What follows belongs to an exercise in optimizing a design on an open flow for small area, a short achievable clock period and few clock cycles per item; a production flow would make more cautious choices. The RTL was checked by simulation tests, not by an equivalence proof against the original design. Power figures rest on the tool's default switching activity, not on a simulated workload.

== 11-07 ==
==> module h16_bfly, before the edit <==
module h16_bfly (
    input  wire        clk,
    input  wire        rst,
    input  wire        in_valid,
    input  wire [15:0] in_a,
    input  wire [15:0] in_b,
    input  wire        in_half,
    output reg         out_valid,
    output reg  [15:0] out_sum,
    output reg  [15:0] out_diff
);
    localparam [1:0] K_NUM = 2'd0, K_ZERO = 2'd1, K_INF = 2'd2, K_NAN = 2'd3;
    reg        v0, h0;
    reg [15:0] a0, b0;
    always @(posedge clk) begin
        a0 <= in_a;
        b0 <= in_b;
        h0 <= in_half;
        v0 <= in_valid & ~rst;
    end
    function automatic gtf(input [14:0] x, input [14:0] y);
        reg [1:0] r;
        integer i;
        begin
            r = 2'b01;
            for (i = 0; i < 15; i = i + 1)
                r = {(x[i] & ~y[i]) | (~(x[i] ^ y[i]) & r[1]), ~(x[i] ^ y[i]) & r[0]};
            gtf = r[1];
        end
    endfunction
    wire       sa = a0[15], sb = b0[15];
    wire [7:0] ea = a0[14:7], eb = b0[14:7];
    wire       a_sub = ea == 8'd0, b_sub = eb == 8'd0;
    wire       a_max = &ea, b_max = &eb;
    wire       a_nan = a_max && (a0[6:0] != 7'd0);
    wire       b_nan = b_max && (b0[6:0] != 7'd0);
    wire       a_inf = a_max && (a0[6:0] == 7'd0);
    wire       b_inf = b_max && (b0[6:0] == 7'd0);
    wire [7:0] ma = {~a_sub, a0[6:0]}, mb = {~b_sub, b0[6:0]};
    wire [7:0] xa = {ea[7:1], ea[0] | a_sub}, xb = {eb[7:1], eb[0] | b_sub};
    wire       swap = gtf(b0[14:0], a0[14:0]);
    wire       same = b0[14:0] == a0[14:0];
    wire       zz   = (a0[14:0] == 15'd0) && (b0[14:0] == 15'd0);
    wire [7:0] mx   = swap ? mb : ma;
    wire [7:0] my   = swap ? ma : mb;
    wire [7:0] xx   = swap ? xb : xa;
    wire [7:0] xy   = swap ? xa : xb;
    wire [7:0] d    = xx - xy;
    wire [3:0] ds   = d[3:0] | {4{d[7:4] != 4'd0}};
    wire [7:0] lim  = xx - {7'd0, h0};
    wire       add_sum = sa == sb;
    wire       s_sgn = swap ? sb : sa;
    wire       d_sgn = swap ? ~sb : sa;
    wire       nan_in = a_nan | b_nan;
    reg  [1:0] s_kind, d_kind;
    reg        s_sg, d_sg;
    always @* begin
        s_sg = s_sgn;
        d_sg = d_sgn;
        if (nan_in || (a_inf && b_inf && !add_sum)) begin
            s_kind = K_NAN;  s_sg = 1'b0;
        end else if (a_inf) begin
            s_kind = K_INF;  s_sg = sa;
        end else if (b_inf) begin
            s_kind = K_INF;  s_sg = sb;
        end else if (zz || (same && !add_sum)) begin
            s_kind = K_ZERO; s_sg = sa & sb;
        end else begin
            s_kind = K_NUM;
        end
        if (nan_in || (a_inf && b_inf && add_sum)) begin
            d_kind = K_NAN;  d_sg = 1'b0;
        end else if (a_inf) begin
            d_kind = K_INF;  d_sg = sa;
        end else if (b_inf) begin
            d_kind = K_INF;  d_sg = ~sb;
        end else if (zz || (same && add_sum)) begin
            d_kind = K_ZERO; d_sg = sa & ~sb;
        end else begin
            d_kind = K_NUM;
        end
    end
    reg        v1, add_sum1, s_sg1, d_sg1;
    reg [1:0]  s_kind1, d_kind1;
    reg [7:0]  mx1, my1, lim1;
    reg [3:0]  ds1;
    always @(posedge clk) begin
        v1 <= v0 & ~rst;
        add_sum1 <= add_sum;
        s_sg1 <= s_sg;  d_sg1 <= d_sg;
        s_kind1 <= s_kind;  d_kind1 <= d_kind;
        mx1 <= mx;  my1 <= my;  lim1 <= lim;  ds1 <= ds;
    end
    wire [21:0] sh  = {my1, 3'b000, 11'd0} >> ds1;
    wire [11:0] opy = {1'b0, sh[21:12], sh[11] | (sh[10:0] != 11'd0)};
    wire [11:0] opx = {1'b0, mx1, 3'b000};
    wire [11:0] ra  = opx + opy;
    wire [11:0] rs  = opx - opy;
    wire        la  = ~ra[11] & (lim1 != 8'd0);
    wire [11:0] na  = la ? {ra[10:0], 1'b0} : ra;
    wire [11:0] mk  = (lim1 > 8'd11) ? 12'd0 : (12'h800 >> lim1[3:0]);
    wire [11:0] rm  = {1'b0, rs[10:0]} | mk;
    reg  [3:0]  ls;
    integer k;
    always @* begin
        ls = 4'd0;
        for (k = 0; k < 12; k = k + 1)
            if (rm[k]) ls = 4'd11 - k[3:0];
    end
    reg        v2, add_sum2, s_sg2, d_sg2, la2;
    reg [1:0]  s_kind2, d_kind2;
    reg [7:0]  lim2;
    reg [9:0]  na2;
    reg [10:0] rs2;
    reg [3:0]  ls2;
    always @(posedge clk) begin
        v2 <= v1 & ~rst;
        add_sum2 <= add_sum1;
        s_sg2 <= s_sg1;  d_sg2 <= d_sg1;
        s_kind2 <= s_kind1;  d_kind2 <= d_kind1;
        lim2 <= lim1;  la2 <= la;
        na2 <= {na[11:3], na[2:0] != 3'd0};
        rs2 <= rs[10:0];  ls2 <= ls;
    end
    function automatic [15:0] rnd_enc(input [8:0] em1, input [9:0] n);
        reg up;
        begin
            up = n[1] & (n[2] | n[0]);
            rnd_enc = {em1 + {8'd0, n[9]}, n[8:2]} + {15'd0, up};
        end
    endfunction
    wire [15:0] enca = rnd_enc({1'b0, lim2} - {8'd0, la2}, na2);
    wire [11:0] ns   = {1'b0, rs2} << ls2;
    wire [15:0] encs = rnd_enc({1'b0, lim2} - {5'd0, ls2}, {ns[11:3], ns[2:0] != 3'd0});
    function automatic [15:0] fin(input [1:0] kind, input sg, input [15:0] enc);
        reg isnum;
        begin
            isnum = kind == K_NUM;
            fin[15]   = sg;
            fin[14:7] = isnum ? (enc[14:7] | {8{enc[15]}}) : {8{kind[1]}};
            fin[6:0]  = (enc[6:0] & {7{isnum & ~enc[15] & ~(&enc[14:7])}}) | {kind == K_NAN, 6'd0};
        end
    endfunction
    always @(posedge clk) begin
        if (rst) out_valid <= 1'b0;
        else     out_valid <= v2;
        out_sum  <= fin(s_kind2, s_sg2, add_sum2 ? enca : encs);
        out_diff <= fin(d_kind2, d_sg2, add_sum2 ? encs : enca);
    end
endmodule
Settings: LEC_CHECK=0, ABC_AREA=1, CAP_MARGIN=20, CORE_MARGIN=2, CORE_UTILIZATION=55, SLEW_MARGIN=20; clock period 20.0 ns.
standard.sh (not shown) runs the stock make flow with config.mk's settings and CLKGATE_MAP_FILE= SYNTH_SCRIPT=/design/flow/synth_recipe.tcl, a recipe that flattens the netlist after the stock synthesis.
==> flow/flow/run.sh <==
#!/bin/bash
# The standard layout, with plain buf_2 cells as the port buffers in place of
# the delay buffers the placer picks by default (every port still gets one),
# and a clock tree of clkbuf_8 cells (clkbuf_16 at the root) without dummy loads.
set -euo pipefail
bash standard.sh synth > synth.log 2>&1
bash standard.sh \
  BUFFER_PORTS_ARGS="-buffer_cell sky130_fd_sc_hd__buf_2" \
  CTS_ARGS="-sink_clustering_enable -repair_clock_nets -dont_use_dummy_load -buf_list sky130_fd_sc_hd__clkbuf_8 -root_buf sky130_fd_sc_hd__clkbuf_16 -sink_clustering_size 30" \
  finish > layout.log 2>&1
Testbench counts of 11-07, summed over its fixed seeds: cycles 24,032, items 24,000.
Relative to 11-07, the following input files were edited for 05-14:
-- flow/design.v --
<<< 11-07, line 123
        rs2 <= rs[10:0];  ls2 <= ls;
    end
    function automatic [15:0] rnd_enc(input [8:0] em1, input [9:0] n);
        reg up;
        begin
            up = n[1] & (n[2] | n[0]);
            rnd_enc = {em1 + {8'd0, n[9]}, n[8:2]} + {15'd0, up};
        end
    endfunction
    wire [15:0] enca = rnd_enc({1'b0, lim2} - {8'd0, la2}, na2);
    wire [11:0] ns   = {1'b0, rs2} << ls2;
    wire [15:0] encs = rnd_enc({1'b0, lim2} - {5'd0, ls2}, {ns[11:3], ns[2:0] != 3'd0});
    function automatic [15:0] fin(input [1:0] kind, input sg, input [15:0] enc);
        reg isnum;
>>> 05-14, line 123
        rs2 <= rs[10:0];  ls2 <= ls;
    end
    function automatic [8:0] inc9(input [8:0] x, input c);
        reg [8:0] p;
        integer i;
        begin
            p[0] = 1'b1;
            for (i = 1; i < 9; i = i + 1)
                p[i] = p[i-1] & x[i-1];
            inc9 = x ^ (p & {9{c}});
        end
    endfunction
    function automatic [15:0] rnd_enc(input [8:0] e, input [8:0] n);
        reg up;
        reg [8:0] f;
        begin
            up = n[1] & (n[2] | n[0]);
            f  = inc9({1'b0, n[8:2], 1'b1}, up);
            rnd_enc = {e + {8'd0, f[8]}, f[7:1]};
        end
    endfunction
    wire [8:0]  exa  = {1'b0, lim2} + {{8{la2 & ~na2[9]}}, la2 ^ na2[9]};
    wire [15:0] enca = rnd_enc(exa, na2[8:0]);
    wire [11:0] ns   = {1'b0, rs2} << ls2;
    wire [8:0]  exs  = ({1'b0, lim2} + 9'd1 - {5'd0, ls2}) & {9{ns[11]}};
    wire [15:0] encs = rnd_enc(exs, {ns[10:3], ns[2:0] != 3'd0});
    function automatic [15:0] fin(input [1:0] kind, input sg, input [15:0] enc);
        reg isnum;
Findings:
The total wire length after detailed routing of 05-14 is lower than that of 11-07. Higher global-route usage among 05-14 and 11-07: 11-07. [compare] base=11-07 new=05-14: total instance count after detailed placement dropped 10; first-pass GRT wire length went down about 1.6%. In 05-14, power drawn by the clock network is lower than in 11-07. From 11-07 to 05-14 the numbers moved as follows: final clock period utilization by the worst path saw little to no change, via total after detailed routing shrank by 152. Higher total net switching power goes to 11-07 over 05-14. Per the comparison of 05-14 with 11-07, area occupied by multi-input gates has decreased, final-layout worst hold slack lower, fraction of the mapped netlist area in simple logic gates level, well tap count has decreased.
Testbench counts of 05-14, summed over its fixed seeds: cycles 24,032, items 24,000.

==> re-timing with driven ports <==
No port has a modelled driver above. Below, the same layouts with a new extraction and two added sets of constraints. Step 1 sets driving cells, clkbuf_16 on the clock port and buf_2 on the other inputs (assumed; they add their load-dependent delay and slew). Step 2 also shifts input and output timing later by t, the mid clock arrival at the registers, as if the neighbouring blocks saw the same clock. Slacks: ideal / step 1 / step 2; pairs: ideal / step 1.
run	shift t [ns]	setup slack, ns	latest minus earliest clock arrival (ns)	slew at the worst register clock pin (ns)
11-07	0.402	15.203 / 15.160 / 15.561	0.027 / 0.027	0.08 / 0.08
05-14	0.406	15.194 / 15.151 / 15.558	0.033 / 0.033	0.08 / 0.08
After both steps every run listed still meets setup and hold.
